Context: an optimization exercise on an open-source flow, tuned for small area. The choices shown serve that exercise and are no tape-out recipe.
Only simulation tests tie the RTL to the original design; equivalence was not proved.
Power and IR drop assume default switching activity.

Design heddle, start of the top module:
module heddle (
    input  wire        clk,
    input  wire        rst_n,
    input  wire        bus_wr,
    input  wire        bus_rd,
    input  wire [4:0]  bus_addr,
    input  wire [31:0] bus_wdata,
    output reg  [31:0] bus_rdata,
    output wire [6:0]  prog_addr,
    input  wire [23:0] prog_data,
    input  wire [41:0] pin_in,
    output reg  [41:0] pin_out,
    output reg  [41:0] pin_oe,
    input  wire        angle_evt,
    input  wire        time_evt,
    output reg         wake,
    output reg         irq,
    output reg         fault_evt
);
For scale: ~820 flip-flops, about 240 I/O pins, ~50,000 sq um of cells after synthesis.
clock: 10.0 ns
lec_check: 0
abc_area: 1
cap_margin: 10
core_margin: 2
core_utilization: 30
gpl_timing_driven: 0
place_density: 0.5
slew_margin: 10
standard.sh (not shown) runs the stock make flow with config.mk's settings and CLKGATE_MAP_FILE= SYNTH_SCRIPT=/design/flow/synth_recipe.tcl, a recipe that flattens the netlist after the stock synthesis.
==> flow/flow/run.sh <==
#!/bin/bash
# Standard layout, with these changes that only affect how the layout is made:
#  - synthesis maps logic with an area-oriented ABC script (flow/abc_area.script);
#    registers come from the same dfflibmap step, so names and cells are unchanged
#  - input/output port buffers use sky130_fd_sc_hd__buf_1
#  - CTS inserts no dummy loads, and clusters up to 20 sinks on a clkbuf_16
#  - placement repairs slew and capacitance with the 10% margins of config.mk;
#    the steps from CTS on repair them with 40% margins (global-route parasitics),
#    to leave headroom for the routed wires
set -uo pipefail
status=0
rm -rf scripts_mod
cp -r "$FLOW_HOME/scripts" scripts_mod
cp flow/abc_area.script scripts_mod/abc_area.script
common=(
  SCRIPTS_DIR="$PWD/scripts_mod"
  ABC_AREA=1
  BUFFER_PORTS_ARGS="-buffer_cell sky130_fd_sc_hd__buf_1"
  CTS_ARGS="-sink_clustering_enable -repair_clock_nets -dont_use_dummy_load -buf_list sky130_fd_sc_hd__clkbuf_16 -sink_clustering_size 20 -sink_clustering_max_diameter 80"
)
bash standard.sh place "${common[@]}" > make_place.log 2>&1 || status=$?
if [[ $status -eq 0 ]]; then
  bash standard.sh finish "${common[@]}" SLEW_MARGIN=40 CAP_MARGIN=40 > make.log 2>&1 || status=$?
  tail -20 make.log
else
  tail -20 make_place.log
fi
exit $status
==> flow/flow/abc_area.script <==
&get -n
&st
&dc2
&dc2
&dc2
&dch -f
&nf -a -R 1000
&put
Change:
==> flow/flow/run.sh (replaced) <==
#!/bin/bash
# Standard layout, with three changes that only affect how the layout is made:
#  - synthesis maps logic with an area-oriented ABC script (flow/abc_area.script);
#    registers come from the same dfflibmap step, so names and cells are unchanged
#  - input/output port buffers use sky130_fd_sc_hd__buf_1
#  - CTS inserts no dummy loads
set -uo pipefail
status=0
rm -rf scripts_mod
cp -r "$FLOW_HOME/scripts" scripts_mod
cp flow/abc_area.script scripts_mod/abc_area.script
bash standard.sh finish \
  SCRIPTS_DIR="$PWD/scripts_mod" \
  ABC_AREA=1 \
  BUFFER_PORTS_ARGS="-buffer_cell sky130_fd_sc_hd__buf_1" \
  CTS_ARGS="-sink_clustering_enable -repair_clock_nets -dont_use_dummy_load" \
  > make.log 2>&1 || status=$?
tail -20 make.log
exit $status
- CAP_MARGIN: 10 -> 20
- CORE_UTILIZATION: 30 -> 40
- GPL_TIMING_DRIVEN: 0 -> unset
- PLACE_DENSITY: 0.5 -> unset
- SLEW_MARGIN: 10 -> 20
Outcome: The new run finished with capacitance limit, slew limit left; worst setup slack gains 1300 ps; synthesized area is unchanged; count of clock-buffer cells in the layout rose by 33; clock power rose by about 30%; critical path depth rose by 1; utilization rose by 11 points; cell area fell by 1.5%.
Change:
==> flow/flow/run.sh (replaced) <==
#!/bin/bash
# Standard layout, with these changes that only affect how the layout is made:
#  - synthesis maps logic with an area-oriented ABC script (flow/abc_area.script);
#    registers come from the same dfflibmap step, so names and cells are unchanged
#  - input/output port buffers use sky130_fd_sc_hd__buf_1
#  - CTS inserts no dummy loads, and clusters up to 12 sinks on a clkbuf_8
#  - placement repairs slew and capacitance with the 0% margins of config.mk;
#    the steps from CTS on repair them with 40% margins (global-route parasitics),
#    to leave headroom for the routed wires
set -uo pipefail
status=0
rm -rf scripts_mod
cp -r "$FLOW_HOME/scripts" scripts_mod
cp flow/abc_area.script scripts_mod/abc_area.script
common=(
  SCRIPTS_DIR="$PWD/scripts_mod"
  ABC_AREA=1
  BUFFER_PORTS_ARGS="-buffer_cell sky130_fd_sc_hd__buf_1"
  CTS_ARGS="-sink_clustering_enable -repair_clock_nets -dont_use_dummy_load -buf_list sky130_fd_sc_hd__clkbuf_8 -sink_clustering_size 12 -sink_clustering_max_diameter 50"
)
bash standard.sh place "${common[@]}" > make_place.log 2>&1 || status=$?
if [[ $status -eq 0 ]]; then
  bash standard.sh finish "${common[@]}" SLEW_MARGIN=40 CAP_MARGIN=40 > make.log 2>&1 || status=$?
  tail -20 make.log
else
  tail -20 make_place.log
fi
exit $status
- CAP_MARGIN: 20 -> 0
- CORE_UTILIZATION: 40 -> 30
- GPL_TIMING_DRIVEN: unset -> 0
- PLACE_DENSITY: unset -> 0.5
- SLEW_MARGIN: 20 -> 0
After rerunning: This time the run ran to the end with no violations; routed wire length falls slightly; via count came out lower by a few percent; utilization went down by 11 points; total power falls by roughly a tenth; clock-buffer cell count increases by 19; maximum frequency falls by roughly a tenth; hold slack got worse by 5.7 ps; final area climbs slightly; worst setup slack loses 1300 ps.

---

== amber ==
Starting RTL as in the previous note.
==> flow/config.mk <==
export PLATFORM = sky130hd
export DESIGN_NAME = heddle
export DESIGN_NICKNAME = heddle
export VERILOG_FILES = /design/flow/design.v
export SDC_FILE = /design/flow/constraint.sdc
export NUM_CORES = 4
export LEC_CHECK = 0
export ABC_AREA = 1
export CAP_MARGIN = 30
export CORE_MARGIN = 2
export CORE_UTILIZATION = 30
export GPL_TIMING_DRIVEN = 0
export PLACE_DENSITY = 0.5
export SLEW_MARGIN = 30
==> flow/constraint.sdc <==
create_clock -name core_clock -period 10.0 [get_ports {clk}]
set_input_delay 2.0000 -clock core_clock [delete_from_list [all_inputs] [get_ports {clk}]]
set_output_delay 2.0000 -clock core_clock [all_outputs]
set_load 0.01 [all_outputs]
==> flow/flow/run.sh <==
#!/bin/bash
# Standard layout, with three changes that only affect how the layout is made:
#  - synthesis maps logic with an area-oriented ABC script (flow/abc_area.script);
#    registers come from the same dfflibmap step, so names and cells are unchanged
#  - input/output port buffers use sky130_fd_sc_hd__buf_1
#  - CTS inserts no dummy loads, and clusters up to 16 sinks on a clkbuf_16
set -uo pipefail
status=0
rm -rf scripts_mod
cp -r "$FLOW_HOME/scripts" scripts_mod
cp flow/abc_area.script scripts_mod/abc_area.script
bash standard.sh finish \
  SCRIPTS_DIR="$PWD/scripts_mod" \
  ABC_AREA=1 \
  BUFFER_PORTS_ARGS="-buffer_cell sky130_fd_sc_hd__buf_1" \
  CTS_ARGS="-sink_clustering_enable -repair_clock_nets -dont_use_dummy_load -buf_list sky130_fd_sc_hd__clkbuf_16 -sink_clustering_size 16 -sink_clustering_max_diameter 60" \
  > make.log 2>&1 || status=$?
tail -20 make.log
exit $status
Scripts as last shown in full above: flow/flow/abc_area.script
amber did not stop at any stage, and its layout met the timing, design-rule and antenna checks.
Inputs modified between amber and garnet:
- clearing GPL_TIMING_DRIVEN, which used to be 0
- swapping 30 for 20 in CAP_MARGIN
- swapping 30 for 20 in SLEW_MARGIN
==> flow/run.sh (new file) <==
#!/bin/bash
# synth_recipe.tcl (not shown) runs the flow's synth.tcl, then flattens the netlist and writes it again
# the make line also repeats each setting of config.mk as NAME=value (left out here)
make -C /OpenROAD-flow-scripts/flow DESIGN_CONFIG=/design/flow/config.mk WORK_HOME=/design/flow/orfs CLKGATE_MAP_FILE= SYNTH_SCRIPT=/design/flow/synth_recipe.tcl finish
removed: flow/flow/run.sh
removed: flow/flow/abc_area.script
removed: flow/standard.sh
--- outcome ---
garnet closes out successfully: all stages finished, all timing, DRC and antenna checks passed. Between amber and garnet, count of antenna diodes in the layout is higher for garnet, amber comes in under that. Summary — maximum clock rate, garnet relative to amber: higher, by about 6%. Post-route clock period utilization (garnet over amber): decrease, 5.4 points. Comparing amber with garnet, the sequential power came out essentially unchanged.
Setup changes, garnet to sierra
- CAP_MARGIN changed from 20 to 0
- GPL_TIMING_DRIVEN newly set to 0
- SLEW_MARGIN changed from 20 to 0
==> flow/flow/run.sh (new file) <==
#!/bin/bash
# Standard layout, with these changes that only affect how the layout is made:
#  - synthesis maps logic with an area-oriented ABC script (flow/abc_area.script);
#    registers come from the same dfflibmap step, so names and cells are unchanged
#  - input/output port buffers use sky130_fd_sc_hd__buf_1
#  - CTS inserts no dummy loads, and clusters up to 20 sinks on a clkbuf_16
#  - placement repairs slew and capacitance with the 0% margins of config.mk;
#    the steps from CTS on repair them with 40% margins (global-route parasitics),
#    to leave headroom for the routed wires
set -uo pipefail
status=0
rm -rf scripts_mod
cp -r "$FLOW_HOME/scripts" scripts_mod
cp flow/abc_area.script scripts_mod/abc_area.script
common=(
  SCRIPTS_DIR="$PWD/scripts_mod"
  ABC_AREA=1
  BUFFER_PORTS_ARGS="-buffer_cell sky130_fd_sc_hd__buf_1"
  CTS_ARGS="-sink_clustering_enable -repair_clock_nets -dont_use_dummy_load -buf_list sky130_fd_sc_hd__clkbuf_16 -sink_clustering_size 20 -sink_clustering_max_diameter 80"
)
bash standard.sh place "${common[@]}" > make_place.log 2>&1 || status=$?
if [[ $status -eq 0 ]]; then
  bash standard.sh finish "${common[@]}" SLEW_MARGIN=40 CAP_MARGIN=40 > make.log 2>&1 || status=$?
  tail -20 make.log
else
  tail -20 make_place.log
fi
exit $status
==> flow/flow/abc_area.script (new file) <==
&get -n
&st
&dc2
&dc2
&dc2
&dch -f
&nf -a -R 1000
&put
==> flow/standard.sh (new file) <==
#!/bin/bash
# synth_recipe.tcl (not shown) runs the flow's synth.tcl, then flattens the netlist and writes it again
# the make line also repeats each setting of config.mk as NAME=value (left out here)
make -C /OpenROAD-flow-scripts/flow DESIGN_CONFIG=/design/flow/config.mk WORK_HOME=/design/flow/orfs CLKGATE_MAP_FILE= SYNTH_SCRIPT=/design/flow/synth_recipe.tcl "${@:-finish}"
removed: flow/run.sh
Looking at endpoint of the most critical setup path, the bus_rdata[9] result is from garnet; the wake$_SDFF_PN0_ one comes from sierra. | final cycle utilization of the critical path | sierra vs garnet | 9.7 points higher |. The final critical delay including setup and external delays of sierra was inferior to that of garnet. sierra: flow completed, timing, DRC and antenna clean. Diff garnet -> sierra: met3 routing resource usage after global routing closely matched the old numbers, clock power share shrank by 13 points, H-tree depth went down, area fraction in compound gates after synthesis +6.4 points.

## separate check: timing with driven ports
The results above use ideal ports. As a check the final layouts listed here were re-extracted and re-timed, cells and wires unchanged. Step 1 sets driving cells, clkbuf_16 on the clock port and buf_2 on the other inputs (assumed; they add their load-dependent delay and slew). Step 2 times the ports against the registers' clock, not the clock port: input delays grow and output delays shrink by t, the midpoint of the rising clock arrivals with the driver on. Three values: no drivers, after step 1, after step 2; two values: the first two.
run	shift t [ns]	setup slack, ns	hold WS [ns]	worst setup path at the end
the first run of note 1	0.756	0.300 / 0.300 / -0.338	0.475 / 0.475 / 0.475	input to register
the second run of note 1	0.791	1.551 / 1.551 / 1.053	0.472 / 0.472 / 0.472	input to register
the third run of note 1	0.919	0.207 / 0.207 / -0.556	0.467 / 0.467 / 0.467	input to register
amber	0.793	0.635 / 0.688 / -0.105	0.470 / 0.470 / 0.470	input to register
garnet	0.832	1.173 / 1.150 / 1.150	0.467 / 0.467 / 0.467	input to output
sierra	0.767	0.206 / 0.206 / -0.468	0.467 / 0.467 / 0.467	input to register
Met with ideal ports but missed after step 2: setup timing in the first run of note 1, the third run of note 1, amber and sierra. The setup slack of the third run of note 1, which loses most, moves by 0.000 ns with the drivers and by -0.763 ns with both steps.
